What follows belongs to an exercise in optimizing a design on an open flow for small area, a short achievable clock period and few clock cycles per item; a production flow would make more cautious choices.
RTL that was checked went through simulation tests only; none was proved equivalent to the original.
Function not checked in runs 1 to 4: the RTL went through the layout flow alone.
Power and IR drop assume default switching activity.

==> design/flow/design.v <==
module stripe_engine (
    input  wire         clk,
    input  wire         rst,
    input  wire         in_valid,
    output wire         in_ready,
    input  wire [127:0] in_data,
    input  wire [4:0]   in_col,
    input  wire         in_last,
    input  wire [4:0]   in_a,
    input  wire [4:0]   in_b,
    output wire         out_valid,
    input  wire         out_ready,
    output wire [127:0] out_a,
    output wire [127:0] out_b
);
    function [7:0] mulx;
        input [7:0] v;
        begin
            mulx = {v[6:0], 1'b0} ^ (v[7] ? 8'h1D : 8'h00);
        end
    endfunction
    function [7:0] divx;
        input [7:0] v;
        begin
            divx = {v[0], v[7:1]} ^ (v[0] ? 8'h0E : 8'h00);
        end
    endfunction
    function [7:0] div_pow;
        input [7:0] v;
        input [4:0] e;
        reg [7:0] t;
        begin
            t = v;
            if (e[0]) t = divx(t);
            if (e[1]) t = divx(divx(t));
            if (e[2]) t = divx(divx(divx(divx(t))));
            if (e[3]) t = divx(divx(divx(divx(divx(divx(divx(divx(t))))))));
            if (e[4]) t = divx(divx(divx(divx(divx(divx(divx(divx(
                          divx(divx(divx(divx(divx(divx(divx(divx(t))))))))))))))));
            div_pow = t;
        end
    endfunction
    function [7:0] gf_pow;
        input [4:0] i;
        begin
            gf_pow = 8'h00
                   | ({8{i == 5'd0}} & 8'h01)
                   | ({8{i == 5'd1}} & 8'h02)
                   | ({8{i == 5'd2}} & 8'h04)
                   | ({8{i == 5'd3}} & 8'h08)
                   | ({8{i == 5'd4}} & 8'h10)
                   | ({8{i == 5'd5}} & 8'h20)
                   | ({8{i == 5'd6}} & 8'h40)
                   | ({8{i == 5'd7}} & 8'h80)
                   | ({8{i == 5'd8}} & 8'h1D)
                   | ({8{i == 5'd9}} & 8'h3A)
                   | ({8{i == 5'd10}} & 8'h74)
                   | ({8{i == 5'd11}} & 8'hE8)
                   | ({8{i == 5'd12}} & 8'hCD)
                   | ({8{i == 5'd13}} & 8'h87)
                   | ({8{i == 5'd14}} & 8'h13)
                   | ({8{i == 5'd15}} & 8'h26)
                   | ({8{i == 5'd16}} & 8'h4C)
                   | ({8{i == 5'd17}} & 8'h98)
                   | ({8{i == 5'd18}} & 8'h2D)
                   | ({8{i == 5'd19}} & 8'h5A)
                   | ({8{i == 5'd20}} & 8'hB4)
                   | ({8{i == 5'd21}} & 8'h75)
                   | ({8{i == 5'd22}} & 8'hEA)
                   | ({8{i == 5'd23}} & 8'hC9)
                   | ({8{i == 5'd24}} & 8'h8F)
                   | ({8{i == 5'd25}} & 8'h03)
                   | ({8{i == 5'd26}} & 8'h06)
                   | ({8{i == 5'd27}} & 8'h0C)
                   | ({8{i == 5'd28}} & 8'h18)
                   | ({8{i == 5'd29}} & 8'h30);
        end
    endfunction
    function [7:0] gf_t;
        input [4:0] d;
        begin
            gf_t = 8'h00
                   | ({8{d == 5'd1}} & 8'hF4)
                   | ({8{d == 5'd2}} & 8'hA7)
                   | ({8{d == 5'd3}} & 8'h9D)
                   | ({8{d == 5'd4}} & 8'h72)
                   | ({8{d == 5'd5}} & 8'hED)
                   | ({8{d == 5'd6}} & 8'h5F)
                   | ({8{d == 5'd7}} & 8'h54)
                   | ({8{d == 5'd8}} & 8'hA0)
                   | ({8{d == 5'd9}} & 8'hA9)
                   | ({8{d == 5'd10}} & 8'hFB)
                   | ({8{d == 5'd11}} & 8'h74)
                   | ({8{d == 5'd12}} & 8'h85)
                   | ({8{d == 5'd13}} & 8'hE4)
                   | ({8{d == 5'd14}} & 8'hC0)
                   | ({8{d == 5'd15}} & 8'h8A)
                   | ({8{d == 5'd16}} & 8'h67)
                   | ({8{d == 5'd17}} & 8'hDC)
                   | ({8{d == 5'd18}} & 8'h26)
                   | ({8{d == 5'd19}} & 8'h63)
                   | ({8{d == 5'd20}} & 8'hF2)
                   | ({8{d == 5'd21}} & 8'hE9)
                   | ({8{d == 5'd22}} & 8'hB4)
                   | ({8{d == 5'd23}} & 8'hD2)
                   | ({8{d == 5'd24}} & 8'h02)
                   | ({8{d == 5'd25}} & 8'h8E)
                   | ({8{d == 5'd26}} & 8'hBA)
                   | ({8{d == 5'd27}} & 8'hAA)
                   | ({8{d == 5'd28}} & 8'hDE)
                   | ({8{d == 5'd29}} & 8'h89);
        end
    endfunction
    reg [127:0] d0;
    reg [4:0]   col0;
    reg         p0;         
    reg         q0;         
    reg         last0;
    reg [4:0]   a0;
    reg [4:0]   b0;
    reg         v0;
    reg         setup;      
    reg         fst;        
    reg         ov;         
    reg         modeA;
    reg [7:0]   k0, k1, r;
    reg [127:0] acc_a, acc_b;
    reg         rdy;        
    wire go  = v0 && !setup && !ov;   
    wire acc_rdy = !v0 || go;         
    assign in_ready  = rdy;
    assign out_valid = ov;
    assign out_a     = acc_a;
    assign out_b     = acc_b;
    wire take = in_valid && rdy;
    always @(posedge clk) begin
        if (acc_rdy) begin
            d0    <= in_data;
            col0  <= in_col;
            p0    <= (in_col == 5'd30);
            q0    <= (in_col == 5'd31);
            last0 <= in_last;
            a0    <= in_a;
            b0    <= in_b;
        end
    end
    wire is_p = p0;
    wire is_q = q0;
    wire [7:0] c = !go ? 8'h00 : is_p ? k0 : is_q ? k1 : (k0 ^ r);
    wire [7:0] mc0 = c;
    wire [7:0] mc1 = mulx(mc0);
    wire [7:0] mc2 = mulx(mc1);
    wire [7:0] mc3 = mulx(mc2);
    wire [7:0] mc4 = mulx(mc3);
    wire [7:0] mc5 = mulx(mc4);
    wire [7:0] mc6 = mulx(mc5);
    wire [7:0] mc7 = mulx(mc6);
    wire         sel_da = go && !modeA;           
    wire         sel_db = go && modeA && !is_q;   
    wire         clr    = go && fst;
    reg [127:0] m;
    integer j;
    always @(*) begin
        for (j = 0; j < 16; j = j + 1)
            m[8*j +: 8] = ({8{d0[8*j+0]}} & mc0) ^ ({8{d0[8*j+1]}} & mc1)
                        ^ ({8{d0[8*j+2]}} & mc2) ^ ({8{d0[8*j+3]}} & mc3)
                        ^ ({8{d0[8*j+4]}} & mc4) ^ ({8{d0[8*j+5]}} & mc5)
                        ^ ({8{d0[8*j+6]}} & mc6) ^ ({8{d0[8*j+7]}} & mc7);
    end
    wire [127:0] term_a = modeA ? m : (d0 & {128{sel_da}});
    wire [127:0] term_b = m ^ (d0 & {128{sel_db}});
    always @(posedge clk) begin
        acc_a <= (acc_a & {128{!clr}}) ^ term_a;
        acc_b <= (acc_b & {128{!clr}}) ^ term_b;
    end
    wire [4:0] n1 = col0 + 5'd1;
    wire [4:0] n2 = col0 + 5'd2;
    wire       skip2 = (n1 == a0) && (n2 == b0);
    wire       skip1 = (n1 == a0) || (n1 == b0);
    wire [7:0] r1 = mulx(r);
    wire [7:0] r2 = mulx(r1);
    wire [7:0] r3 = mulx(r2);
    wire       u_pq = (a0 == 5'd30);                  
    wire       u_dq = (b0 == 5'd31) && !u_pq;         
    wire       u_dp = (b0 == 5'd30);                  
    wire       u_dd = (b0 < 5'd30);                   
    wire [7:0] t_d  = gf_t(b0 - a0);
    wire [7:0] gk0  = u_dq ? gf_pow(a0) : u_dd ? (t_d ^ 8'h01) : 8'h00;
    wire [7:0] gk1  = div_pow(u_dd ? t_d : 8'h01, (u_dd || u_dp) ? a0 : 5'd0);
    wire [7:0] gr0  = (a0 != 5'd0) ? gk1 : (b0 == 5'd1) ? mulx(mulx(gk1)) : mulx(gk1);
    wire [24:0] gc  = {u_dd || u_dp, gk0, gk1, gr0};
    wire v0_n    = take || (v0 && !go);
    wire setup_n = (go && last0) || (setup && !v0);
    wire ov_n    = (go && last0) || (ov && !out_ready);
    always @(posedge clk) begin
        if (rst)
            rdy <= 1'b1;
        else
            rdy <= !v0_n || (!setup_n && !ov_n);
    end
    always @(posedge clk) begin
        if (rst) begin
            v0    <= 1'b0;
            setup <= 1'b1;
            fst   <= 1'b1;
            ov    <= 1'b0;
        end else begin
            if (take)
                v0 <= 1'b1;
            else if (go)
                v0 <= 1'b0;
            if (ov && out_ready)
                ov <= 1'b0;
            if (v0 && setup) begin
                setup <= 1'b0;
                modeA <= gc[24];
                k0    <= gc[23:16];
                k1    <= gc[15:8];
                r     <= gc[7:0];
            end
            if (go) begin
                fst <= last0;
                if (last0) begin
                    ov    <= 1'b1;
                    setup <= 1'b1;
                end
                if (!is_p && !is_q)
                    r <= skip2 ? r3 : skip1 ? r2 : r1;
            end
        end
    end
endmodule
==> design/flow/flow/run.sh <==
#!/bin/bash
# Standard layout (the standard.sh: standard synthesis, floorplan, place,
# CTS, route, finish) with one change: repair_timing is asked to keep a
# setup margin, so it works on paths well inside the 20 ns period.
set -euo pipefail
MARGIN=$(cat flow/margin.txt)
bash standard.sh SETUP_SLACK_MARGIN="$MARGIN" finish > flow_make.log 2>&1
==> design/flow/flow/margin.txt <==
14.5
==> design/flow/standard.sh <==
#!/bin/bash
# synth_recipe.tcl (not shown) runs the flow's synth.tcl, then flattens the netlist and writes it again
# the make line also repeats each setting of config.mk as NAME=value (left out here)
make -C /OpenROAD-flow-scripts/flow DESIGN_CONFIG=/design/flow/config.mk WORK_HOME=/design/flow/orfs CLKGATE_MAP_FILE= SYNTH_SCRIPT=/design/flow/synth_recipe.tcl "${@:-finish}"
==> design/flow/config.mk <==
export PLATFORM = sky130hd
export DESIGN_NAME = stripe_engine
export DESIGN_NICKNAME = stripe_engine
export VERILOG_FILES = /design/flow/design.v
export SDC_FILE = /design/flow/constraint.sdc
export NUM_CORES = 4
export LEC_CHECK = 0
export CAP_MARGIN = 20
export CORE_MARGIN = 2
export CORE_UTILIZATION = 40
export SLEW_MARGIN = 20
==> design/flow/constraint.sdc <==
create_clock -name core_clock -period 20.0 [get_ports {clk}]
set_input_delay 4.0000 -clock core_clock [delete_from_list [all_inputs] [get_ports {clk}]]
set_output_delay 4.0000 -clock core_clock [all_outputs]
set_load 0.01 [all_outputs]
==> metrics.yaml, run 1 <==
run_status:
  run_status: "finished clean"
hold_path:
  hold_path.class: "reg2reg"
  hold_start: "acc_a[120]$_DFF_P_"
  worstHoldEndpoint: "acc_a[120]$_DFF_P_"
  worst_hold_path.num_cells: 1
worst_setup_path:
  cp-start-kind: "register"
  rr_worst_depth: 27
  cp_data_arrival_time_ps: 6540
  r2r-end: "r[3]$_DFFE_PN_"
  required_ps: 20380
  timing.rr.start: "a0[0]$_DFFE_PP_"
  reg2reg_slack_ps: 13830
  type_of_the_worst_setup_path: "reg2reg"
  endpoint_kind: "register"
  critPathMaxFanout: 7
global_routing:
  pin_count_of_the_biggest_net_entering_global_routing: 88
  globalRouteOverflowTotal: 0
  grt_pass1_wl_mm: 205
  first_global_vias: 33700
  grt_usage_pct: 27.7
  antenna_found_initial: 1
synth:
  synth.top_cell.area_share_pct: 23.5
  yosys_most_used_dff: "dfxtp_1"
  synth-edff-count: 171
  post_synth_arst_share_pct: 0
  postSynthRegisterBits: 432
  seq_area_frac_synth_pct: 28.0
  synth_largest_area_cell: "xnor2_1"
  synth.net_count: 5240
  synth_area_leaders: "xnor2_1, nand2_1, dfxtp_1"
  syn-instance-count: 5085
  post_synth_instance_area_um2: 37100
  syn_avg_cell_area_um2: 7.29
  yosysWarningCount: 1
  synth.lib_cells_used.distinct: 101
die:
  die_width_um: 308
  floorplan.core_area_um2: 91700
  initial_utilization_pct: 40.4
  core.rowCount: 111
  die_area_um2: 95100
  die_height_um: 308
  num_io_pins: 406
timing:
  layout_min_cycle_time_ps: 6170
  final.setup.tns_ps: 0
  final_min_period_over_clock_period_pct: 30.8
  rsz0062_at_grt: "true"
  final-max-slew-violation-count: 0
  timing.slew.headroom_pct: 24.2
  layout_setup_ws_ps: 13830
  finalSetupViolations: 0
  fin_hold_ws_ps: 499
  max_clock_freq_ghz: 0.162
  hold_viol_final: 0
  timing_worst_slew_pin_value_ps: 1140
  skew_ps: 36.2
routing:
  total_number_of_vias: 35600
  post-route-drc-count: 0
  drt-pass1-iter-count: 6
  wirelength_mm: 136
  wire_per_inst_um: 20.9
  ant_nets: 0
  drt-initial-drc-count: 3361
  vias_per_cell: 5.46
cells_and_area:
  fin_util_pct: 48.9
  final.fill_count: 8898
  final_common_cell: "nand2_1"
  drive_above_1_share_pct: 7.68
  area_delta_synth_final_pct: 20.9
  layout_common_cells: "nand2_1, xnor2_1, a21oi_1"
  ff_latch_area_um2: 10400
  final_nets: 5446
  multi_input_gate_area_um2: 25800
placed_design:
  dp_hpwl_mm: 84.4
  weighted_congestion_at_the_end_of_routability_driven_global_placement: 0.866
  pre_cts_slack_ps: 12300
  port_buffers: 405
clocking:
  clk_pin_slew_ps: 60
  tritoncts_clock_tree: "built"
  cts-root-buf: "clkbuf_16"
  ctsLongestPathBuffers: 3
  worst_skew_pair.late_latency_ps: 650
  cts.sink_count: 432
  ctsHtreeMaxLevel: 2
  cts_made_buffers: 54
run:
  maxCapViolCount: 0
pwr:
  static_leak_nw: 15.3
  power_per_cell_area_nw_per_um2: 148
  design_power_total_mw: 6.65
  vdd.ir_drop.worst_uv: 189
[power breakdown]
group          leakage [nW]  internal [mW]  switching, mW
registers              3.91           1.29          0.332
clock network         0.912          0.622          0.435
logic                  10.5           1.89           2.08
[per-stage QoR]
step / cell area (µm²) / instances
after detailed placement: 41900 / 6321
final: 44800 / 6524
after floorplan: 37200 / 5085
after global placement: 41900 / 6321
after CTS: 44500 / 6501
after global routing: 44800 / 6523
[kinds of logic after synthesis]
logic type	synth area share, %
compound gates	14.9
buf+inv	5.27
fa+ha+maj	0.257
xor+xnor	28.3
simple gates	22.8
flops	28.0
mux	0.571
[flip-flops by register name, indices dropped and copies added (netlist names), 5 cells and up]
signal / flops
col0: 5
acc_a: 128
k0: 8
k1: 8
r: 8
acc_b: 128
b0: 5
d0: 128
a0: 5
[cells in the mapped netlist, drive strengths merged, types with 5 or more instances]
cell type	number
nand2	1420
xnor2	1001
a21oi	484
clkbuf	348
dfxtp	261
nor2	255
o21ai	184
edfxtp	171
xor2	164
nor2b	156
inv	109
a22oi	84
nor3	61
buf	52
a211oi	36
nor3b	33
nand3	20
nand2b	17
o211ai	15
nand4	13
o22ai	13
mux2i	12
a31oi	11
o221ai	11
and2	10
a221oi	8
a32o	8
o31ai	7
a21boi	6
and3	6
ha	6
nor4	6
o32ai	6
or2	6
xnor3	6
a21o	5
mux2	5
[how the worst max path moves through the flow]
stage | from | to | slack, ps | cells past startpoint
5_1_grt | b0[0]$_DFFE_PP_ | r[4]$_DFFE_PN_ | 13520 | 26
3_3_place_gp | a0[1]$_DFFE_PP_ | r[4]$_DFFE_PN_ | 12390 | 23
6_report | a0[0]$_DFFE_PP_ | r[3]$_DFFE_PN_ | 13830 | 27
3_5_place_dp | a0[1]$_DFFE_PP_ | r[4]$_DFFE_PN_ | 12300 | 23
2_1_floorplan | b0[0]$_DFFE_PP_ | r[4]$_DFFE_PN_ | 13950 | 28
4_1_cts | b0[0]$_DFFE_PP_ | r[4]$_DFFE_PN_ | 13890 | 25
[worst max-delay path, cell delays in order (launching register included)]
cell and delay [ps]:
edfxtp_1 430, buf_12 160, ha_4 150, inv_2 50
fa_2 350, and3_4 270, nor3_4 60, or2_4 310
buf_4 150, o32a_1 380, a21oi_1 410, a2111oi_4 130
buf_4 170, o211ai_1 190, a2bb2o_4 240, a211o_1 240
and3_1 190, nor2b_1 120, a221o_1 290, xnor3_2 270
xor2_2 160, mux2i_1 240, xor2_1 240, inv_2 80
buf_4 160, xnor2_2 140, nand3_1 90, a31o_1 230
[layout make-up]
class / instances / share of cell area, %
multi-input cells: 4143 / 57.5
clock inverters: 27 / 0.799
diodes: 1 / 0.00558
flip-flops and latches: 432 / 23.2
clock buffers: 75 / 3.38
repair buffers: 547 / 10.9
well taps: 1186 / 3.31
inverters: 113 / 0.966
[what timing repair did]
item                       CTS  global route
resized for setup          351            24
pin swaps                   40            23
setup buffers               76            20
setup endpoints to repair  465           107
hold buffers                 0             0
cloned                       2             2
[metal layers]
layer	vias up	part of all wire (%)	global-route usage (%)
met5	-	0	0
met4	0	3.3	9.57
met3	239	7.5	4.00
met2	1427	46	46.0
met1	17000	43	36.7
li1	16900	-	-
==> run 2: changes to the inputs <==
==> design/flow/run.sh (new file) <==
#!/bin/bash
# synth_recipe.tcl (not shown) runs the flow's synth.tcl, then flattens the netlist and writes it again
# the make line also repeats each setting of config.mk as NAME=value (left out here)
make -C /OpenROAD-flow-scripts/flow DESIGN_CONFIG=/design/flow/config.mk WORK_HOME=/design/flow/orfs CLKGATE_MAP_FILE= SYNTH_SCRIPT=/design/flow/synth_recipe.tcl finish
removed: design/flow/flow/run.sh
removed: design/flow/flow/margin.txt
removed: design/flow/standard.sh
==> metrics.yaml, run 2 <==
clocking:
  cts.sink_count: 432
  worst_skew_pair.late_latency_ps: 650
  cts_hold_repair.buffers: 0
  cts-root-buf: "clkbuf_16"
  post_cts.repair.setup_buffers: 0
  ctsHtreeMaxLevel: 2
  cts_made_buffers: 54
  post_cts_resized: 0
  tritoncts_clock_tree: "built"
  clk_pin_slew_ps: 60
  ctsLongestPathBuffers: 3
synth:
  synth.top_cell.area_share_pct: 23.5
  synth_area_leaders: "xnor2_1, nand2_1, dfxtp_1"
  syn_avg_cell_area_um2: 7.29
  yosysWarningCount: 1
  yosys-top-cells-count: "nand2_1, xnor2_1, a21oi_1"
  synth-compound-area-share_pct: 14.9
  synth.lib_cells_used.distinct: 101
  post-synth-top-count-cell: "nand2_1"
  syn-instance-count: 5085
  synthSimpleGateAreaFrac_pct: 22.8
  yosys-mux-area-fraction_pct: 0.571
  synth_largest_area_cell: "xnor2_1"
  synthXorXnorAreaFrac_pct: 28.3
  post_synth_instance_area_um2: 37100
  seq_area_frac_synth_pct: 28.0
  yosys_most_used_dff: "dfxtp_1"
  synth-edff-count: 171
  largest_family_of_logic_cells_by_synthesized_area: "XOR/XNOR gates"
  synth.net_count: 5240
  synth_fa_ha_area_share_pct: 0.257
  post_synth_arst_share_pct: 0
  postSynthRegisterBits: 432
pwr:
  p_seq_share_pct: 26.1
  power_per_cell_area_nw_per_um2: 143
  design_power_total_mw: 6.24
  combPwrFrac_pct: 58.2
  p_sw_share_pct: 42.3
  net-switching-power_mw: 2.64
  pwr-share-clk_pct: 15.8
  static_leak_nw: 14.1
  power.internal_mw: 3.60
  vdd.ir_drop.worst_uv: 165
timing:
  timing_worst_slew_pin_value_ps: 1180
  skew_ps: 25.6
  timing.slew.headroom_pct: 21.1
  final.setup.tns_ps: 0
  hold_viol_final: 0
  final_min_period_over_clock_period_pct: 41.6
  layout_min_cycle_time_ps: 8330
  final-max-slew-violation-count: 0
  max_clock_freq_ghz: 0.120
  finalSetupViolations: 0
  rsz0062_at_grt: "false"
die:
  core.rowCount: 111
  die_width_um: 308
  die_height_um: 308
  num_io_pins: 406
  initial_utilization_pct: 40.4
  die_area_um2: 95100
  floorplan.core_area_um2: 91700
worst_setup_path:
  endpoint_kind: "register"
  required_ps: 20390
  critPathMaxFanout: 20
  critical-path-slowest-cell: "edfxtp_1"
  type_of_the_worst_setup_path: "reg2reg"
  critical_path.max_stage_delay_ps: 860
  cp_data_arrival_time_ps: 8720
  crit_chain: "inv_1 > fa_1 > xnor2_2 > o21ai_2 > a221oi_4 > a21oi_1 > or4_1 > o31a_2 > a2111oi_4 > nor2_1 > xnor3_1 > nor2_1 > a211oi_1 > nor2b_1 > a221o_1 > xnor3_2 > xor2_1 > mux2i_1 > xor2_1 > inv_2 > xnor2_1 > or3_1 > and3_1"
  cp-start-kind: "register"
  rr_worst_depth: 23
placed_design:
  dp_hpwl_mm: 83.1
  placed_area_um2: 41800
  weighted_congestion_at_the_end_of_routability_driven_global_placement: 0.859
  port_buffers: 405
cells_and_area:
  biggestRegsByFlops: "acc_a (128), acc_b (128), d0 (128)"
  area_delta_synth_final_pct: 17.6
  antenna_cells_inserted: 0
  final_common_cell: "nand2_1"
  layout_common_cells: "nand2_1, xnor2_1, a21oi_1"
  final_nets: 5345
  final_design_area_excluding_fillers_um2: 43600
  drive_above_1_share_pct: 4.15
routing:
  highest_layer: "met4"
  wirelength_mm: 131
  drt-initial-drc-count: 3194
  met1_wire_length_mm: 57.8
  wire_per_inst_um: 20.4
  post-route-drc-count: 0
  drt-pass1-iter-count: 5
  routed-wl-met2_mm: 60.1
  vias_per_cell: 5.41
  total_number_of_vias: 34800
  ant_nets: 0
  wl_met3_mm: 9.24
hold_path:
  worst_hold_path.num_cells: 2
  hold_path.class: "reg2reg"
global_routing:
  grt_pass1_wl_mm: 199
  first_global_vias: 32800
  antenna_found_initial: 1
  grt_usage_pct: 26.9
  pin_count_of_the_biggest_net_entering_global_routing: 180
  globalRouteOverflowTotal: 0
run_status:
  run_status: "finished clean"
run:
  maxCapViolCount: 0
-- run 2: cells by family after synthesis --
kind of cell / count (synthesis)
flops: 432
compound gates: 926
xor+xnor: 1173
buf+inv: 513
mux: 18
simple gates: 2016
fa+ha+maj: 7
-- run 2: critical path: cells and delay by family (launching register included) --
family / cells / cell delay, ps
XOR/XNOR: 6 / 2020
multiplexers: 1 / 240
adder cells (fa/ha/maj): 1 / 700
buffers and inverters: 2 / 630
AO/OA/AOI/OAI: 7 / 2210
flip-flops: 1 / 860
AND/OR/NAND/NOR: 6 / 1410
-- run 2: layout make-up --
cell class	count	area, µm²
Inverter	113	424
Tap cell	1186	1480
Clock buffer	82	1570
Fill cell	8937	48100
Timing Repair Buffer	449	4410
Sequential cell	432	10400
Multi-Input combinational cell	4140	25100
Clock inverter	19	170
-- run 2: stage by stage --
stage	setup slack, ps	utilization (%)	hold slack [ps]	std cells
2_1_floorplan	13650	-	463	5085
3_3_place_gp	11790	45.6	487	6319
3_5_place_dp	11790	45.6	505	6319
4_1_cts	11750	47.5	516	6420
5_1_grt	11200	47.5	542	6421
6_report	11670	47.5	516	6421
-- run 2: power groups by stage --
stage	clock [mW]	combinational (mW)	sequential, mW
final	0.983	3.63	1.63
after global routing	1.04	3.96	1.67
after CTS	1.01	3.63	1.63
after detailed placement	0	3.61	1.64
after global placement	0	3.57	1.64
after floorplan	0	2.47	1.59
-- run 2: per-layer routing --
layer  up-vias  GRT usage [%]
met1     16500           36.4
met3       242           3.99
met5         -              0
li1      16700              -
met2      1307           44.0
met4         0           8.64
-- run 2: final timing paths --
check	from	to	slack [ps]
setup reg to reg	a0[1]$_DFFE_PP_	r[4]$_DFFE_PN_	11670
hold reg to reg	acc_a[83]$_DFF_P_	acc_a[83]$_DFF_P_	520
setup / recovery	a0[1]$_DFFE_PP_	r[4]$_DFFE_PN_	11670
hold / removal	acc_a[83]$_DFF_P_	acc_a[83]$_DFF_P_	520
==> run 3: changes to the inputs <==
--- a/design/flow/design.v
+++ b/design/flow/design.v
@@ -19,25 +19,57 @@
             mulx = {v[6:0], 1'b0} ^ (v[7] ? 8'h1D : 8'h00);
         end
     endfunction
-    function [7:0] divx;
-        input [7:0] v;
-        begin
-            divx = {v[0], v[7:1]} ^ (v[0] ? 8'h0E : 8'h00);
-        end
-    endfunction
-    function [7:0] div_pow;
-        input [7:0] v;
-        input [4:0] e;
+    function [7:0] gf_mul;
+        input [7:0] a;
+        input [7:0] b;
+        integer i;
+        reg [7:0] p;
         reg [7:0] t;
         begin
-            t = v;
-            if (e[0]) t = divx(t);
-            if (e[1]) t = divx(divx(t));
-            if (e[2]) t = divx(divx(divx(divx(t))));
-            if (e[3]) t = divx(divx(divx(divx(divx(divx(divx(divx(t))))))));
-            if (e[4]) t = divx(divx(divx(divx(divx(divx(divx(divx(
-                          divx(divx(divx(divx(divx(divx(divx(divx(t))))))))))))))));
-            div_pow = t;
+            p = 8'h00;
+            t = a;
+            for (i = 0; i < 8; i = i + 1) begin
+                if (b[i])
+                    p = p ^ t;
+                t = mulx(t);
+            end
+            gf_mul = p;
+        end
+    endfunction
+    function [7:0] gf_pow_neg;
+        input [4:0] i;
+        begin
+            gf_pow_neg = 8'h00
+                   | ({8{i == 5'd0}} & 8'h01)
+                   | ({8{i == 5'd1}} & 8'h8E)
+                   | ({8{i == 5'd2}} & 8'h47)
+                   | ({8{i == 5'd3}} & 8'hAD)
+                   | ({8{i == 5'd4}} & 8'hD8)
+                   | ({8{i == 5'd5}} & 8'h6C)
+                   | ({8{i == 5'd6}} & 8'h36)
+                   | ({8{i == 5'd7}} & 8'h1B)
+                   | ({8{i == 5'd8}} & 8'h83)
+                   | ({8{i == 5'd9}} & 8'hCF)
+                   | ({8{i == 5'd10}} & 8'hE9)
+                   | ({8{i == 5'd11}} & 8'hFA)
+                   | ({8{i == 5'd12}} & 8'h7D)
+                   | ({8{i == 5'd13}} & 8'hB0)
+                   | ({8{i == 5'd14}} & 8'h58)
+                   | ({8{i == 5'd15}} & 8'h2C)
+                   | ({8{i == 5'd16}} & 8'h16)
+                   | ({8{i == 5'd17}} & 8'h0B)
+                   | ({8{i == 5'd18}} & 8'h8B)
+                   | ({8{i == 5'd19}} & 8'hCB)
+                   | ({8{i == 5'd20}} & 8'hEB)
+                   | ({8{i == 5'd21}} & 8'hFB)
+                   | ({8{i == 5'd22}} & 8'hF3)
+                   | ({8{i == 5'd23}} & 8'hF7)
+                   | ({8{i == 5'd24}} & 8'hF5)
+                   | ({8{i == 5'd25}} & 8'hF4)
+                   | ({8{i == 5'd26}} & 8'h7A)
+                   | ({8{i == 5'd27}} & 8'h3D)
+                   | ({8{i == 5'd28}} & 8'h90)
+                   | ({8{i == 5'd29}} & 8'h48);
         end
     endfunction
     function [7:0] gf_pow;
@@ -118,6 +150,7 @@
     reg         last0;
     reg [4:0]   a0;
     reg [4:0]   b0;
+    reg [4:0]   dab0;       
     reg         v0;
     reg         setup;      
     reg         fst;        
@@ -142,6 +175,7 @@
             last0 <= in_last;
             a0    <= in_a;
             b0    <= in_b;
+            dab0  <= in_b - in_a;
         end
     end
     wire is_p = p0;
@@ -184,10 +218,12 @@
     wire       u_dq = (b0 == 5'd31) && !u_pq;         
     wire       u_dp = (b0 == 5'd30);                  
     wire       u_dd = (b0 < 5'd30);                   
-    wire [7:0] t_d  = gf_t(b0 - a0);
+    wire [7:0] t_d  = gf_t(dab0);
+    wire [7:0] t_s  = u_dd ? t_d : 8'h01;
+    wire [7:0] g_na = (u_dd || u_dp) ? gf_pow_neg(a0) : 8'h01;
     wire [7:0] gk0  = u_dq ? gf_pow(a0) : u_dd ? (t_d ^ 8'h01) : 8'h00;
-    wire [7:0] gk1  = div_pow(u_dd ? t_d : 8'h01, (u_dd || u_dp) ? a0 : 5'd0);
-    wire [7:0] gr0  = (a0 != 5'd0) ? gk1 : (b0 == 5'd1) ? mulx(mulx(gk1)) : mulx(gk1);
+    wire [7:0] gk1  = gf_mul(t_s, g_na);
+    wire [7:0] gr0  = (a0 != 5'd0) ? gk1 : (b0 == 5'd1) ? mulx(mulx(t_s)) : mulx(t_s);
     wire [24:0] gc  = {u_dd || u_dp, gk0, gk1, gr0};
     wire v0_n    = take || (v0 && !go);
     wire setup_n = (go && last0) || (setup && !v0);
==> design/flow/flow/run.sh (new file) <==
#!/bin/bash
# Standard layout (the standard.sh: standard synthesis, floorplan, place,
# CTS, route, finish) with one change: repair_timing is asked to keep a
# setup margin, so it works on paths well inside the 20 ns period.
set -euo pipefail
MARGIN=$(cat flow/margin.txt)
bash standard.sh SETUP_SLACK_MARGIN="$MARGIN" finish > flow_make.log 2>&1
==> design/flow/flow/margin.txt (new file) <==
14.5
==> design/flow/standard.sh (new file) <==
#!/bin/bash
# synth_recipe.tcl (not shown) runs the flow's synth.tcl, then flattens the netlist and writes it again
# the make line also repeats each setting of config.mk as NAME=value (left out here)
make -C /OpenROAD-flow-scripts/flow DESIGN_CONFIG=/design/flow/config.mk WORK_HOME=/design/flow/orfs CLKGATE_MAP_FILE= SYNTH_SCRIPT=/design/flow/synth_recipe.tcl "${@:-finish}"
removed: design/flow/run.sh
==> metrics.yaml, run 3 <==
die:
  initial_utilization_pct: 40.4
  core.rowCount: 112
  die_area_um2: 96800
  die_width_um: 311
  num_io_pins: 406
  floorplan.core_area_um2: 93500
  die_height_um: 311
synth:
  synth_area_leaders: "xnor2_1, edfxtp_1, dfxtp_1"
  synth_largest_area_cell: "xnor2_1"
  postSynthRegisterBits: 437
  synth-edff-count: 176
  synth.lib_cells_used.distinct: 83
  post_synth_arst_share_pct: 0
  synth.top_cell.area_share_pct: 22.6
  syn-instance-count: 4976
  syn_avg_cell_area_um2: 7.58
  yosysWarningCount: 1
  post_synth_instance_area_um2: 37700
  yosys-top-cells-count: "nand2_1, xnor2_1, clkbuf_1"
  post-synth-top-count-cell: "nand2_1"
  yosys_most_used_dff: "dfxtp_1"
  synth.net_count: 5131
  seq_area_frac_synth_pct: 27.8
cells_and_area:
  area_delta_synth_final_pct: 15.9
  final_nets: 5221
  final.fill_count: 9239
  drive_above_1_share_pct: 4.89
  final_common_cell: "nand2_1"
  biggestRegsByFlops: "acc_a (128), acc_b (128), d0 (128)"
  layout_common_cells: "nand2_1, xnor2_1, dlygate4sd2_1"
hold_path:
  hold_path.class: "reg2reg"
global_routing:
  antenna_found_initial: 6
  grt_pass1_wl_mm: 220
  grt_usage_pct: 29.6
  first_global_vias: 32400
  globalRouteOverflowTotal: 0
  pin_count_of_the_biggest_net_entering_global_routing: 135
clocking:
  ctsLongestPathBuffers: 3
  ctsHtreeMaxLevel: 2
  cts-root-buf: "clkbuf_16"
  cts_made_buffers: 55
  clk_pin_slew_ps: 60
  worst_skew_pair.late_latency_ps: 670
  tritoncts_clock_tree: "built"
  cts.sink_count: 437
  cts_hold_repair.buffers: 0
routing:
  post-route-drc-count: 0
  total_number_of_vias: 35700
  vias_per_cell: 5.61
  ant_nets: 0
  wire_per_inst_um: 23.3
  drt-initial-drc-count: 4473
  drt-pass1-iter-count: 8
  wirelength_mm: 148
worst_setup_path:
  critical-path-slowest-cell: "clkdlybuf4s15_1"
  critPathMaxFanout: 4
  critical_path.max_stage_delay_ps: 440
  rr_worst_depth: 12
  reg2reg_slack_ps: 14740
  timing.rr.start: "q0$_DFFE_PP_"
  cp-start-kind: "register"
  timing.critical_path.to: "out_a[9]"
  beginning_of_the_critical_path: "acc_a[9]$_DFF_P_"
  cp.depth: 1
  endpoint_kind: "primary output"
  cp_top_family: "buffers and inverters"
  crit_chain: "clkdlybuf4s15_1"
  cp_data_arrival_time_ps: 1480
  r2r-end: "acc_a[42]$_DFF_P_"
  required_ps: 16000
  worstPathBufferInverterCount: 1
  type_of_the_worst_setup_path: "reg2out"
timing:
  rsz0062_at_grt: "false"
  finalSetupViolations: 0
  timing_worst_slew_pin_value_ps: 1160
  final_min_period_over_clock_period_pct: 27.4
  max_clock_freq_ghz: 0.183
  final-max-slew-violation-count: 0
  timing.slew.headroom_pct: 22.2
  layout_min_cycle_time_ps: 5480
  hold_viol_final: 0
  final.setup.tns_ps: 0
  skew_ps: 46.7
  fin_hold_ws_ps: 474
pwr:
  power_per_cell_area_nw_per_um2: 126
  vdd.ir_drop.worst_uv: 99.4
  static_leak_nw: 15.2
run:
  maxCapViolCount: 0
placed_design:
  weighted_congestion_at_the_end_of_routability_driven_global_placement: 0.910
  dp_hpwl_mm: 99.6
  port_buffers: 405
run_status:
  run_status: "finished clean"
-- run 3: cell types whose count changed after synthesis, moves of 44 or more --
cell,delta
a21oi_1,-375
a22oi_1,-48
a311oi_1,+59
inv_1,-80
nand2_1,-44
nand3_1,+224
nor2_1,-62
nor2b_1,-46
xor2_1,+50
-- run 3: layout make-up --
class / instances / area, µm² / area share (%)
clock buffers: 74 / 1470 / 3.35
repair buffers: 473 / 4260 / 9.74
flip-flops and latches: 437 / 10500 / 24.1
multi-input cells: 4068 / 25500 / 58.4
clock inverters: 30 / 241 / 0.552
diodes: 3 / 7.51 / 0.0172
inverters: 31 / 120 / 0.275
well taps: 1254 / 1570 / 3.59
-- run 3: per-layer routing --
metal,wire (µm),global-route usage [%],up-vias
met4,4670,9.49,2
met3,14600,5.46,250
li1,-,-,16600
met2,63600,44.8,1805
met5,12,0,-
met1,65300,42.4,17000
-- run 3: timing repair --
action	CTS	global route
endpoints found under the hold margin	0	0
setup endpoints to repair	258	86
gates cloned	0	1
setup buffers	0	2
gates resized for setup	287	5
pin swaps	0	2
-- run 3: worst min-delay path by stage --
stage,to,startpoint,depth (start not counted)
after CTS,acc_a[22]$_DFF_P_,acc_a[22]$_DFF_P_,2
after global placement,acc_a[126]$_DFF_P_,acc_a[126]$_DFF_P_,2
final,acc_a[94]$_DFF_P_,acc_a[94]$_DFF_P_,2
after floorplan,setup$_SDFF_PP1_,last0$_DFFE_PP_,2
after detailed placement,acc_a[22]$_DFF_P_,acc_a[22]$_DFF_P_,2
after global routing,acc_a[38]$_DFF_P_,acc_a[38]$_DFF_P_,2
-- run 3: cells by family (layout without fill, tap and decap cells) --
kind of cell | Yosys count | in the layout | share of synthesized area (%)
mux | 38 | 38 | 1.06
simple gates | 2145 | 2145 | 24.6
flops | 437 | 437 | 27.8
fa+ha+maj | 7 | 7 | 0.252
other cells | 0 | 3 | 0
buf+inv | 472 | 608 | 4.94
compound gates | 656 | 656 | 11.8
xor+xnor | 1221 | 1222 | 29.5
-- run 3: per-stage QoR --
stage / area [µm²] / setup WS (ps) / power (mW) / utilization, % / cells
after floorplan: 37700 / 14800 / 3.42 / - / 4976
final: 43700 / 14520 / 5.51 / 46.8 / 6370
after global placement: 42300 / 14200 / 4.63 / 45.2 / 6260
after CTS: 43700 / 14460 / 5.48 / 46.8 / 6364
after global routing: 43700 / 14500 / 5.80 / 46.8 / 6368
after detailed placement: 42300 / 14220 / 4.67 / 45.2 / 6260
-- run 3: report_power, final --
part | internal (mW) | switching [mW] | total (mW)
clock | 0.532 | 0.441 | 0.973
sequential | 1.29 | 0.404 | 1.69
combinational | 1.20 | 1.64 | 2.84
==> run 4: changes to the inputs <==
--- a/design/flow/config.mk
+++ b/design/flow/config.mk
@@ -5,6 +5,7 @@
 export SDC_FILE = /design/flow/constraint.sdc
 export NUM_CORES = 4
 export LEC_CHECK = 0
+export ABC_AREA = 1
 export CAP_MARGIN = 20
 export CORE_MARGIN = 2
 export CORE_UTILIZATION = 40
==> metrics.yaml, run 4 <==
routing:
  wirelength_mm: 154
  ant_nets: 0
  wire_per_inst_um: 19.7
  drt-initial-drc-count: 4178
  drt-pass1-iter-count: 7
  vias_per_cell: 5.21
  total_number_of_vias: 40600
  post-route-drc-count: 0
clocking:
  ctsLongestPathBuffers: 3
  clk_pin_slew_ps: 60
  tritoncts_clock_tree: "built"
  cts-root-buf: "clkbuf_16"
  cts.sink_count: 437
  cts_made_buffers: 54
  cts_hold_repair.buffers: 0
  worst_skew_pair.late_latency_ps: 670
  ctsHtreeMaxLevel: 2
global_routing:
  globalRouteOverflowTotal: 0
  grt_usage_pct: 29.7
  first_global_vias: 36700
  pin_count_of_the_biggest_net_entering_global_routing: 163
  antenna_found_initial: 3
  grt_pass1_wl_mm: 227
synth:
  post-synth-top-count-cell: "nand2_1"
  post_synth_arst_share_pct: 0
  synth-edff-count: 176
  yosysWarningCount: 1
  yosys-top-cells-count: "nand2_1, nor2_1, nand3_1"
  yosys_most_used_dff: "dfxtp_1"
  synth.lib_cells_used.distinct: 54
  syn_avg_cell_area_um2: 6.31
  post_synth_instance_area_um2: 39100
  seq_area_frac_synth_pct: 26.9
  postSynthRegisterBits: 437
  synth.top_cell.area_share_pct: 18.4
  syn-instance-count: 6199
  synth.net_count: 6354
  synth_largest_area_cell: "nand2_1"
  synth_area_leaders: "nand2_1, edfxtp_1, dfxtp_1"
cells_and_area:
  layout_common_cells: "nand2_1, nor2_1, nand3_1"
  drive_above_1_share_pct: 4.47
  stdcell_count: 7807
  biggestRegsByFlops: "acc_a (128), acc_b (128), d0 (128)"
  final.fill_count: 9991
  final_common_cell: "nand2_1"
  final_nets: 6639
  area_delta_synth_final_pct: 17.0
  final_design_area_excluding_fillers_um2: 45800
die:
  floorplan.core_area_um2: 96900
  die_height_um: 317
  die_area_um2: 100000
  initial_utilization_pct: 40.4
  die_width_um: 317
  core.rowCount: 114
  num_io_pins: 406
run:
  maxCapViolCount: 0
run_status:
  run_status: "finished clean"
pwr:
  p_sw_share_pct: 46.3
  power.internal_mw: 2.97
  power_per_cell_area_nw_per_um2: 121
  pwr-share-clk_pct: 18.6
  p_seq_share_pct: 28.5
  combPwrFrac_pct: 53.0
  static_leak_nw: 22.5
  vdd.ir_drop.worst_uv: 91.9
  net-switching-power_mw: 2.56
worst_setup_path:
  required_ps: 16000
  cp-start-kind: "register"
  crit_chain: "dlygate4sd2_1"
  critical_path.max_stage_delay_ps: 450
  type_of_the_worst_setup_path: "reg2out"
  critical-path-slowest-cell: "dlygate4sd2_1"
  critPathMaxFanout: 2
  endpoint_kind: "primary output"
  worstPathBufferInverterCount: 1
  cp_top_family: "buffers and inverters"
  cp_data_arrival_time_ps: 1480
timing:
  final.setup.tns_ps: 0
  final-max-slew-violation-count: 0
  timing_worst_slew_pin_value_ps: 1150
  max_clock_freq_ghz: 0.182
  finalSetupViolations: 0
  skew_ps: 23.2
  rsz0062_at_grt: "true"
  timing.slew.headroom_pct: 23.4
  final_min_period_over_clock_period_pct: 27.4
  hold_viol_final: 0
  layout_min_cycle_time_ps: 5480
placed_design:
  port_buffers: 405
  numPlacedInstances: 7698
  weighted_congestion_at_the_end_of_routability_driven_global_placement: 0.942
  dp_hpwl_mm: 106
  placed_area_um2: 44000
hold_path:
  hold_path.class: "reg2reg"
[run 4: changes by cell type after synthesis, moves of 110 or more]
cell and delta:
nand2_1 +545, nor2b_1 -110, nand3_1 +353, xor2_1 +311, clkbuf_1 -254, nor2_1 +748
xnor2_1 -559, inv_1 +558
[run 4: cell families after synthesis]
kind of cell             count (synthesis)  share of synthesized area [%]
adder cells (fa/ha/maj)                  7                          0.243
flip-flops                             437                           26.9
AO/OA/AOI/OAI                          291                           4.16
buffers and inverters                  864                           8.92
XOR/XNOR                               942                           21.2
AND/OR/NAND/NOR                       3658                           38.6
[run 4: path summary, 6_finish.rpt]
check	startpoint	endpoint	slack, ps	cells after the start
worst min register to register	acc_a[111]$_DFF_P_	acc_a[111]$_DFF_P_	480	2
worst max register to register	v0$_SDFFE_PP0P_	acc_b[68]$_DFF_P_	14710	21
worst max-delay path	acc_b[53]$_DFF_P_	out_b[53]	14520	1
worst min-delay path	acc_a[111]$_DFF_P_	acc_a[111]$_DFF_P_	480	2
[run 4: per-stage QoR]
stage	hold WS (ps)	util, %	total power, mW	setup slack [ps]
final	478	47.3	5.53	14520
after global placement	464	45.5	4.60	12650
after detailed placement	477	45.5	4.64	12410
after floorplan	442	-	3.42	14860
after global routing	498	47.2	5.94	14500
after CTS	482	47.2	5.51	14500
[run 4: repair_timing]
item                       4_1_cts  5_1_grt
buffers inserted                 1        0
gates resized for setup        305       21
setup endpoints to repair      492       68
gates cloned                     4        1
pin swaps                        4        1
[run 4: area by class of cell]
type | count | area (µm²) | area share (%)
diodes | 1 | 2.50 | 0.00547
clock buffers | 73 | 1560 | 3.40
clock inverters | 29 | 249 | 0.544
well taps | 1276 | 1600 | 3.49
multi-input cells | 4903 | 25400 | 55.4
inverters | 659 | 2520 | 5.50
flip-flops and latches | 437 | 10500 | 23.0
repair buffers | 429 | 3930 | 8.58
[run 4: per-layer routing]
layer	global-route usage, %	wire length (µm)	up-vias
li1	-	-	19800
met1	40.5	66200	18900
met2	46.2	66800	1746
met3	6.19	14900	275
met4	10.6	5810	0
met5	0	0	-
[run 4: power groups by stage]
| stage | combinational [mW] | sequential (mW) | clock [mW] |
|---|---|---|---|
| 6_report | 2.93 | 1.57 | 1.03 |
| 3_5_place_dp | 3.05 | 1.59 | 0 |
| 3_3_place_gp | 3.01 | 1.60 | 0 |
| 5_1_grt | 3.27 | 1.60 | 1.08 |
| 2_1_floorplan | 1.83 | 1.60 | 0 |
| 4_1_cts | 2.89 | 1.57 | 1.04 |
==> run 5: changes to the inputs <==
--- a/design/flow/design.v
+++ b/design/flow/design.v
@@ -180,7 +180,8 @@
     end
     wire is_p = p0;
     wire is_q = q0;
-    wire [7:0] c = !go ? 8'h00 : is_p ? k0 : is_q ? k1 : (k0 ^ r);
+    reg  [7:0] c_r;
+    wire [7:0] c = c_r;
     wire [7:0] mc0 = c;
     wire [7:0] mc1 = mulx(mc0);
     wire [7:0] mc2 = mulx(mc1);
@@ -214,6 +215,7 @@
     wire [7:0] r1 = mulx(r);
     wire [7:0] r2 = mulx(r1);
     wire [7:0] r3 = mulx(r2);
+    wire [7:0] r_step = skip2 ? r3 : skip1 ? r2 : r1;
     wire       u_pq = (a0 == 5'd30);                  
     wire       u_dq = (b0 == 5'd31) && !u_pq;         
     wire       u_dp = (b0 == 5'd30);                  
@@ -228,6 +230,19 @@
     wire v0_n    = take || (v0 && !go);
     wire setup_n = (go && last0) || (setup && !v0);
     wire ov_n    = (go && last0) || (ov && !out_ready);
+    wire       setup_now = v0 && setup;
+    wire       go_n  = v0_n && !setup_n && !ov_n;
+    wire       p_n   = acc_rdy ? (in_col == 5'd30) : p0;
+    wire       q_n   = acc_rdy ? (in_col == 5'd31) : q0;
+    wire [7:0] k0_n  = setup_now ? gc[23:16] : k0;
+    wire [7:0] k1_n  = setup_now ? gc[15:8] : k1;
+    wire [7:0] r_n   = setup_now ? gc[7:0] : (go && !is_p && !is_q) ? r_step : r;
+    always @(posedge clk) begin
+        if (rst || !go_n)
+            c_r <= 8'h00;
+        else
+            c_r <= p_n ? k0_n : q_n ? k1_n : (k0_n ^ r_n);
+    end
     always @(posedge clk) begin
         if (rst)
             rdy <= 1'b1;
@@ -261,7 +276,7 @@
                     setup <= 1'b1;
                 end
                 if (!is_p && !is_q)
-                    r <= skip2 ? r3 : skip1 ? r2 : r1;
+                    r <= r_step;
             end
         end
     end
==> design/flow/flow/run.sh (replaced) <==
#!/bin/bash
# Standard layout (the standard.sh: standard synthesis, floorplan, place,
# CTS, route, finish) with two changes:
#  - repair_timing keeps a setup margin (flow/margin.txt), so it works on
#    paths well inside the 20 ns period;
#  - the port buffers that buffer_ports inserts are a plain buffer cell
#    (flow/portbuf.txt) rather than the resizer's default pick.
set -euo pipefail
MARGIN=$(cat flow/margin.txt)
PORTBUF=$(cat flow/portbuf.txt)
bash standard.sh SETUP_SLACK_MARGIN="$MARGIN" BUFFER_PORTS_ARGS="-buffer_cell $PORTBUF" finish > flow_make.log 2>&1
==> design/flow/flow/margin.txt (replaced) <==
15.0
==> design/flow/flow/portbuf.txt (new file) <==
sky130_fd_sc_hd__buf_2
--- a/design/flow/config.mk
+++ b/design/flow/config.mk
@@ -5,7 +5,6 @@
 export SDC_FILE = /design/flow/constraint.sdc
 export NUM_CORES = 4
 export LEC_CHECK = 0
-export ABC_AREA = 1
 export CAP_MARGIN = 20
 export CORE_MARGIN = 2
 export CORE_UTILIZATION = 40
==> metrics.yaml, run 5 <==
run_status:
  run_status: "finished clean"
routing:
  ant_nets: 0
  total_number_of_vias: 35600
  post-route-drc-count: 0
  wirelength_mm: 139
  wire_per_inst_um: 21.6
  vias_per_cell: 5.54
  drt-initial-drc-count: 3592
  drt-pass1-iter-count: 5
pwr:
  net-switching-power_mw: 3.42
  pwr-share-clk_pct: 13.7
  vdd.ir_drop.worst_uv: 97.6
  power.internal_mw: 4.64
  static_leak_nw: 16.1
  power_per_cell_area_nw_per_um2: 177
  p_sw_share_pct: 42.5
  p_seq_share_pct: 22.5
  combPwrFrac_pct: 63.8
die:
  die_width_um: 310
  initial_utilization_pct: 40.2
  num_io_pins: 406
  die_height_um: 310
  die_area_um2: 96000
  floorplan.core_area_um2: 93000
  core.rowCount: 112
timing:
  timing_worst_slew_pin_value_ps: 1120
  final_min_period_over_clock_period_pct: 25.7
  max_clock_freq_ghz: 0.194
  layout_min_cycle_time_ps: 5150
  hold_viol_final: 0
  timing.slew.headroom_pct: 25.2
  finalSetupViolations: 0
  layout_setup_ws_ps: 14850
  final.setup.tns_ps: 0
  final-max-slew-violation-count: 0
  rsz0062_at_grt: "true"
  skew_ps: 20.7
worst_setup_path:
  worstPathBufferInverterCount: 1
  endpoint_kind: "primary output"
  cp-start-kind: "register"
  cp_top_family: "flip-flops"
  required_ps: 16000
  critical-path-slowest-cell: "dfxtp_4"
  cp_data_arrival_time_ps: 1150
  critical_path.max_stage_delay_ps: 380
  type_of_the_worst_setup_path: "reg2out"
  crit_chain: "buf_6"
  critPathMaxFanout: 2
cells_and_area:
  drive_above_1_share_pct: 20.6
  area_delta_synth_final_pct: 21.5
  biggestRegsByFlops: "acc_a (128), acc_b (128), d0 (128)"
  final_nets: 5281
  final_common_cell: "nand2_1"
  layout_common_cells: "nand2_1, xnor2_1, buf_6"
global_routing:
  pin_count_of_the_biggest_net_entering_global_routing: 93
  antenna_found_initial: 13
  grt_pass1_wl_mm: 207
  first_global_vias: 33600
  grt_usage_pct: 27.9
  globalRouteOverflowTotal: 0
placed_design:
  pre_cts_slack_ps: 14180
  weighted_congestion_at_the_end_of_routability_driven_global_placement: 0.907
  dp_hpwl_mm: 86.2
  port_buffers: 405
clocking:
  worst_skew_pair.late_latency_ps: 650
  tritoncts_clock_tree: "built"
  cts_hold_repair.buffers: 0
  cts-root-buf: "clkbuf_16"
  clk_pin_slew_ps: 60
  ctsHtreeMaxLevel: 2
  cts_made_buffers: 55
  ctsLongestPathBuffers: 3
  cts.sink_count: 445
synth:
  synth_area_leaders: "xnor2_1, nand2_1, dfxtp_1"
  syn-instance-count: 4864
  synth-edff-count: 174
  post_synth_arst_share_pct: 0
  synth.net_count: 5019
  yosysWarningCount: 1
  yosys_most_used_dff: "dfxtp_1"
  syn_avg_cell_area_um2: 7.69
  synth.lib_cells_used.distinct: 75
  synth.top_cell.area_share_pct: 24.3
  postSynthRegisterBits: 445
  synth_largest_area_cell: "xnor2_1"
  post_synth_instance_area_um2: 37400
  seq_area_frac_synth_pct: 28.5
  post-synth-top-count-cell: "nand2_1"
  yosys-top-cells-count: "nand2_1, xnor2_1, clkbuf_1"
run:
  maxCapViolCount: 0
hold_path:
  hold_path.class: "reg2reg"
-- run 5: cell count changes after synthesis, sizes merged, moves of 112 or more --
cell,before,now
a221o,0,130
clkbuf,94,336
a32o,0,112
inv,617,31
nand3,595,19
nand2,1952,1514
nor2,959,148
and3,1,115
xor2,523,164
xnor2,419,1040
a21oi,32,216
-- run 5: repair_timing --
item | 4_1_cts | 5_1_grt
cloned | 1 | 0
resized for setup | 602 | 16
endpoints found under the setup margin | 402 | 297
buffers inserted | 143 | 26
pin swaps | 7 | 1
-- run 5: final timing paths --
path                                         from           endpoint  slack (ps)  depth (start not counted)
worst max-delay path            acc_b[27]$_DFF_P_          out_b[27]       14850                          1
worst min-delay path            acc_a[48]$_DFF_P_  acc_a[48]$_DFF_P_         520                          1
worst max register to register    b0[2]$_DFFE_PN_  c_r[6]$_SDFF_PP0_       15220                         12
worst min register to register  acc_a[48]$_DFF_P_  acc_a[48]$_DFF_P_         520                          1
-- run 5: cell families (layout without fill, tap and decap cells) --
logic type / after synthesis / in the layout / share of synthesized area [%]
xor+xnor: 1210 / 1211 / 28.9
mux: 53 / 53 / 1.54
simple gates: 1919 / 1919 / 21.0
other cells: 0 / 6 / 0
flops: 445 / 445 / 28.5
compound gates: 778 / 778 / 15.2
buf+inv: 452 / 757 / 4.72
fa+ha+maj: 7 / 7 / 0.254
-- run 5: power groups by stage --
stage	sequential [mW]	clock, mW	combinational [mW]
2_1_floorplan	1.70	0	3.29
3_3_place_gp	1.74	0	4.37
3_5_place_dp	1.75	0	4.45
4_1_cts	1.80	1.12	5.07
5_1_grt	1.85	1.16	5.57
6_report	1.81	1.11	5.14
-- run 5: routing by layer --
metal / part of all wire, % / vias up / track usage (%)
li1: - / 16800 / -
met1: 44 / 17200 / 37.4
met2: 46 / 1428 / 45.4
met3: 7.5 / 229 / 4.65
met4: 3.2 / 2 / 9.21
met5: 0.0086 / - / 0
-- run 5: metrics by stage --
step / instances / area (µm²) / hold slack [ps] / power [mW] / util [%]
floorplan: 4864 / 37500 / 463 / 4.99 / -
global placement: 6153 / 40100 / 519 / 6.12 / 43.1
detailed placement: 6153 / 40100 / 514 / 6.19 / 43.1
CTS: 6398 / 45200 / 520 / 7.99 / 48.6
global route: 6429 / 45500 / 533 / 8.58 / 48.8
finish: 6430 / 45500 / 524 / 8.06 / 48.8
-- run 5: final cells by class --
| cell class | count | area [µm²] |
|---|---|---|
| Fill cell | 9004 | 47600 |
| Multi-Input combinational cell | 3968 | 25400 |
| Sequential cell | 445 | 11100 |
| Timing Repair Buffer | 623 | 5330 |
| Clock buffer | 73 | 1580 |
| Tap cell | 1254 | 1570 |
| Clock inverter | 28 | 395 |
| Inverter | 33 | 144 |
| Antenna cell | 6 | 15.0 |
Testbench counts of run 5, summed over its fixed seeds: cycles 26,344, groups 2,400.
==> run 6: changes to the inputs <==
--- a/design/flow/config.mk
+++ b/design/flow/config.mk
@@ -7,5 +7,5 @@
 export LEC_CHECK = 0
 export CAP_MARGIN = 20
 export CORE_MARGIN = 2
-export CORE_UTILIZATION = 40
+export CORE_UTILIZATION = 70
 export SLEW_MARGIN = 20
==> metrics.yaml, run 6 <==
run_status:
  run_status: "finished clean"
synth:
  synth.top_cell.area_share_pct: 24.3
  seq_area_frac_synth_pct: 28.5
  synth.lib_cells_used.distinct: 75
  yosys_most_used_dff: "dfxtp_1"
  syn_avg_cell_area_um2: 7.69
  yosysWarningCount: 1
  post_synth_arst_share_pct: 0
  post_synth_instance_area_um2: 37400
  synth.net_count: 5019
  synth-edff-count: 174
  post-synth-top-count-cell: "nand2_1"
  synth_area_leaders: "xnor2_1, nand2_1, dfxtp_1"
  syn-instance-count: 4864
  postSynthRegisterBits: 445
  yosys-top-cells-count: "nand2_1, xnor2_1, clkbuf_1"
  synth_largest_area_cell: "xnor2_1"
timing:
  layout_setup_ws_ps: 14880
  final.setup.tns_ps: 0
  fin_hold_ws_ps: 521
  max_clock_freq_ghz: 0.195
  rsz0062_at_grt: "true"
  final_min_period_over_clock_period_pct: 25.6
  finalSetupViolations: 0
  timing.slew.headroom_pct: 21.5
  hold_viol_final: 0
  skew_ps: 21.4
  timing_worst_slew_pin_value_ps: 1170
  final-max-slew-violation-count: 0
  layout_min_cycle_time_ps: 5120
worst_setup_path:
  cp_top_family: "flip-flops"
  crit_chain: "buf_6"
  worstPathBufferInverterCount: 1
  critical-path-slowest-cell: "dfxtp_2"
  required_ps: 16000
  cp-start-kind: "register"
  cp_data_arrival_time_ps: 1120
  critical_path.max_stage_delay_ps: 370
  critPathMaxFanout: 2
  type_of_the_worst_setup_path: "reg2out"
  endpoint_kind: "primary output"
clocking:
  cts_hold_repair.buffers: 0
  cts_made_buffers: 48
  ctsHtreeMaxLevel: 2
  ctsLongestPathBuffers: 3
  worst_skew_pair.late_latency_ps: 610
  tritoncts_clock_tree: "built"
  cts-root-buf: "clkbuf_16"
  clk_pin_slew_ps: 70
  cts.sink_count: 445
routing:
  vias_per_cell: 6.61
  total_number_of_vias: 38900
  wirelength_mm: 136
  drt-initial-drc-count: 5630
  post-route-drc-count: 0
  ant_nets: 0
  drt-pass1-iter-count: 6
  wire_per_inst_um: 23.1
cells_and_area:
  area_delta_synth_final_pct: 19.3
  drive_above_1_share_pct: 21.0
  stdcell_count: 5889
  final_common_cell: "nand2_1"
  biggestRegsByFlops: "acc_a (128), acc_b (128), d0 (128)"
  final_nets: 5314
  final_design_area_excluding_fillers_um2: 44600
  layout_common_cells: "nand2_1, xnor2_1, buf_6"
pwr:
  power_per_cell_area_nw_per_um2: 183
  static_leak_nw: 16.1
  vdd.ir_drop.worst_uv: 145
placed_design:
  port_buffers: 405
  pre_cts_slack_ps: 14370
  numPlacedInstances: 5588
  dp_hpwl_mm: 74.4
  placed_area_um2: 39400
  weighted_congestion_at_the_end_of_routability_driven_global_placement: 0.927
die:
  num_io_pins: 406
  floorplan.core_area_um2: 52700
  core.rowCount: 84
  die_width_um: 235
  die_area_um2: 55300
  initial_utilization_pct: 71.0
  die_height_um: 235
global_routing:
  grt_usage_pct: 44.9
  globalRouteOverflowTotal: 0
  pin_count_of_the_biggest_net_entering_global_routing: 103
  first_global_vias: 36300
  grt_pass1_wl_mm: 202
  antenna_found_initial: 3
hold_path:
  hold_path.class: "reg2reg"
run:
  maxCapViolCount: 0
-- run 6: cell counts after synthesis --
No cell type changed its count.
-- run 6: final cells by class --
| class | instances | area [µm²] |
|---|---|---|
| multi-input combinational | 3969 | 25300 |
| sequential | 445 | 11000 |
| fill | 3008 | 8040 |
| timing repair buffer | 662 | 5630 |
| clock buffer | 58 | 1320 |
| tap | 688 | 861 |
| clock inverter | 31 | 275 |
| inverter | 33 | 141 |
| antenna | 3 | 7.51 |
-- run 6: through the flow --
step           power [mW]  util (%)
2_1_floorplan        4.99         -
3_3_place_gp         5.96      74.8
3_5_place_dp         6.08      74.8
4_1_cts              7.69      83.6
5_1_grt              8.51      84.7
6_report             8.17      84.7
-- run 6: kinds of logic after synthesis --
| family | synth area share (%) |
|---|---|
| simple gates | 21.0 |
| buf+inv | 4.72 |
| mux | 1.54 |
| compound gates | 15.2 |
| flops | 28.5 |
| xor+xnor | 28.9 |
| fa+ha+maj | 0.254 |
-- run 6: worst paths after layout --
path / from / to / slack (ps) / depth (start not counted)
setup / recovery: acc_b[40]$_DFF_P_ / out_b[40] / 14880 / 1
hold / removal: acc_a[59]$_DFF_P_ / acc_a[59]$_DFF_P_ / 520 / 1
setup reg to reg: c_r[6]$_SDFF_PP0_ / acc_a[61]$_DFF_P_ / 15070 / 12
hold reg to reg: acc_a[59]$_DFF_P_ / acc_a[59]$_DFF_P_ / 520 / 1
-- run 6: timing repair --
| item | in CTS | in global routing |
|---|---|---|
| pin swaps | 2 | 4 |
| resized for setup | 589 | 14 |
| buffers inserted | 145 | 62 |
| gates cloned | 0 | 2 |
| setup endpoints to repair | 331 | 300 |
-- run 6: power by group --
part           internal, mW  leakage, nW  total (mW)  switching [mW]
clock                 0.515        0.788       0.938           0.423
combinational          2.60         11.3        5.44            2.84
sequential             1.42         4.06        1.79           0.374
total                  4.53         16.1        8.17            3.64
-- run 6: worst register-to-register path: cells and delay by family (launching register included) --
family	cells	cell delay (ps)
XOR/XNOR	5	1820
flip-flops	1	470
AND/OR/NAND/NOR	3	600
buffers and inverters	3	1620
AO/OA/AOI/OAI	1	310
-- run 6: layer usage --
metal	track usage [%]	routed length, µm
met1	56.3	47300
met2	70.9	60900
met3	9.71	18000
met4	27.1	9680
met5	0	27
==> run 7: changes to the inputs <==
--- a/design/flow/config.mk
+++ b/design/flow/config.mk
@@ -7,5 +7,5 @@
 export LEC_CHECK = 0
 export CAP_MARGIN = 20
 export CORE_MARGIN = 2
-export CORE_UTILIZATION = 70
+export CORE_UTILIZATION = 60
 export SLEW_MARGIN = 20
==> metrics.yaml, run 7 <==
hold_path:
  hold_path.class: "reg2reg"
  worst_hold_path.num_cells: 1
timing:
  layout_min_cycle_time_ps: 5110
  final_min_period_over_clock_period_pct: 25.6
  rsz0062_at_grt: "true"
  skew_ps: 24.2
  hold_viol_final: 0
  timing_worst_slew_pin_value_ps: 1200
  max_clock_freq_ghz: 0.196
  layout_setup_ws_ps: 14890
  final-max-slew-violation-count: 0
  final.setup.tns_ps: 0
  finalSetupViolations: 0
  timing.slew.headroom_pct: 20.3
routing:
  total_number_of_vias: 36200
  wire_per_inst_um: 20.8
  drt-pass1-iter-count: 6
  vias_per_cell: 6.03
  post-route-drc-count: 0
  wirelength_mm: 125
  ant_nets: 0
  drt-initial-drc-count: 3683
synth:
  yosysWarningCount: 1
  post-synth-top-count-cell: "nand2_1"
  synth.net_count: 5019
  yosys-top-cells-count: "nand2_1, xnor2_1, clkbuf_1"
  synth.lib_cells_used.distinct: 75
  synth_largest_area_cell: "xnor2_1"
  seq_area_frac_synth_pct: 28.5
  post_synth_instance_area_um2: 37400
  syn_avg_cell_area_um2: 7.69
  synth-edff-count: 174
  yosys_most_used_dff: "dfxtp_1"
  postSynthRegisterBits: 445
  syn-instance-count: 4864
  synth_area_leaders: "xnor2_1, nand2_1, dfxtp_1"
  synth.top_cell.area_share_pct: 24.3
  post_synth_arst_share_pct: 0
worst_setup_path:
  critical_path.max_stage_delay_ps: 350
  worstPathBufferInverterCount: 1
  critical-path-slowest-cell: "dfxtp_2"
  critPathMaxFanout: 2
  cp_data_arrival_time_ps: 1110
  required_ps: 16000
  crit_chain: "buf_6"
  cp.depth: 1
  type_of_the_worst_setup_path: "reg2out"
  endpoint_kind: "primary output"
  cp_top_family: "flip-flops"
  rr_worst_depth: 12
  cp-start-kind: "register"
die:
  die_area_um2: 64400
  initial_utilization_pct: 60.6
  die_width_um: 254
  num_io_pins: 406
  core.rowCount: 91
  die_height_um: 254
  floorplan.core_area_um2: 61700
placed_design:
  pre_cts_slack_ps: 14000
  port_buffers: 405
  numPlacedInstances: 5736
  dp_hpwl_mm: 76.9
  weighted_congestion_at_the_end_of_routability_driven_global_placement: 0.905
cells_and_area:
  stdcell_count: 6016
  area_delta_synth_final_pct: 19.5
  biggestRegsByFlops: "acc_a (128), acc_b (128), d0 (128)"
  layout_common_cells: "nand2_1, xnor2_1, buf_6"
  drive_above_1_share_pct: 20.6
  final_nets: 5291
  final_common_cell: "nand2_1"
pwr:
  vdd.ir_drop.worst_uv: 102
  design_power_total_mw: 7.91
  power_per_cell_area_nw_per_um2: 177
  static_leak_nw: 16.0
clocking:
  ctsLongestPathBuffers: 3
  worst_skew_pair.late_latency_ps: 630
  tritoncts_clock_tree: "built"
  cts-root-buf: "clkbuf_16"
  cts.sink_count: 445
  clk_pin_slew_ps: 70
  cts_made_buffers: 50
  ctsHtreeMaxLevel: 2
  cts_hold_repair.buffers: 0
run:
  maxCapViolCount: 0
global_routing:
  globalRouteOverflowTotal: 0
  grt_usage_pct: 37.8
  antenna_found_initial: 1
  pin_count_of_the_biggest_net_entering_global_routing: 188
  grt_pass1_wl_mm: 193
  first_global_vias: 34000
run_status:
  run_status: "finished clean"
[run 7: cell types whose count changed in the layout (fill, tap and decap cells not counted), moves of 3 or more]
cell and delta:
clkinv_2 -3, buf_4 -26, dfxtp_4 +4, clkbuf_1 +6, clkbuf_16 +3
[run 7: worst register-to-register path: stages (launching register included)]
cell and delay, ps:
dfxtp_4 610, buf_8 430, xor2_4 390, buf_4 330
xnor2_2 220, buf_4 410, nand2_1 700, o21ai_0 330
a22oi_1 110, xnor2_1 630, nand2_1 160, and3_1 210
a221o_1 290
[run 7: power breakdown]
part	leakage, nW	total, mW	switching [mW]	internal (mW)
Sequential	4.06	1.79	0.374	1.42
Combinational	11.2	5.16	2.60	2.56
Clock	0.811	0.963	0.411	0.552
Total	16.0	7.91	3.38	4.53
[run 7: worst paths after layout]
path | from | end | slack (ps)
worst min register to register | acc_a[46]$_DFF_P_ | acc_a[46]$_DFF_P_ | 520
worst max-delay path | acc_a[44]$_DFF_P_ | out_a[44] | 14890
worst max register to register | c_r[7]$_SDFF_PP0_ | acc_a[74]$_DFF_P_ | 15060
worst min-delay path | acc_a[46]$_DFF_P_ | acc_a[46]$_DFF_P_ | 520
[run 7: logic make-up after synthesis]
| group | share of synthesized area [%] |
|---|---|
| AOI/OAI and AO/OA | 15.2 |
| xor gates and xnor gates | 28.9 |
| adders and majority gates | 0.254 |
| buffers and inverters | 4.72 |
| DFF | 28.5 |
| muxes | 1.54 |
| and+or+nand+nor | 21.0 |
[run 7: timing repair]
item / CTS / global route
cloned: 1 / 1
hold endpoints to repair: 0 / 0
pin swaps: 8 / 2
setup endpoints to repair: 389 / 348
buffers inserted: 138 / 45
gates resized for setup: 579 / 17
[run 7: cell type report]
cell class              count  area [µm²]
inverters                  33         141
flip-flops and latches    445       11000
multi-input cells        3969       25400
clock inverters            27         258
diodes                      1        2.50
well taps                 837        1050
fillers                  4949       17000
clock buffers              67        1420
repair buffers            637        5440
[run 7: per-stage QoR]
stage	utilization [%]	instance area, µm²	hold WS (ps)
after floorplan	-	37500	463
after global placement	64.1	39600	519
after detailed placement	64.1	39600	519
after CTS	71.8	44300	521
after global routing	72.5	44700	538
final	72.5	44700	523
[run 7: routing by layer]
layer	wire [µm]	share of wire, %	vias up	track usage (%)
met2	57100	46	1877	60.8
li1	-	-	16800	-
met1	50200	40	17200	49.4
met5	0	0	-	0
met3	12400	9.9	338	6.69
met4	5680	4.5	0	17.5

## what the ideal ports hide
The flow's constraints put no driver on any port. The routed layouts listed below were extracted and timed again, unchanged, in two steps. Step 1 sets driving cells, clkbuf_16 on the clock port and buf_2 on the other inputs (assumed; they add their load-dependent delay and slew). Step 2, shift: input delay + t, output delay - t, t = (earliest + latest rising clock arrival at the registers) / 2. This alone moves slack from input paths to output paths. Slacks: no drivers / after step 1 / after step 2; pairs: no drivers / after step 1.
run | t (ns) | slack for setup (ns) | hold WS [ns] | latest minus earliest clock arrival (ns)
run 1 | 0.707 | 13.832 / 13.832 / 13.832 | 0.499 / 0.499 / 0.499 | 0.037 / 0.036
run 2 | 0.709 | 11.673 / 11.673 / 11.673 | 0.516 / 0.516 / 0.516 | 0.025 / 0.026
run 3 | 0.716 | 14.523 / 14.453 / 14.237 | 0.474 / 0.474 / 0.474 | 0.047 / 0.047
run 4 | 0.742 | 14.516 / 14.435 / 14.202 | 0.478 / 0.478 / 0.478 | 0.023 / 0.023
run 5 | 0.719 | 14.854 / 14.777 / 14.423 | 0.524 / 0.524 / 0.524 | 0.022 / 0.022
run 6 | 0.671 | 14.877 / 14.810 / 14.425 | 0.521 / 0.521 / 0.521 | 0.021 / 0.021
run 7 | 0.681 | 14.887 / 14.821 / 14.471 | 0.523 / 0.523 / 0.523 | 0.024 / 0.024
After both steps every run listed still meets setup and hold. For run 6, which loses most, drivers alone change the setup slack by -0.067 ns; drivers and shift together by -0.452 ns.
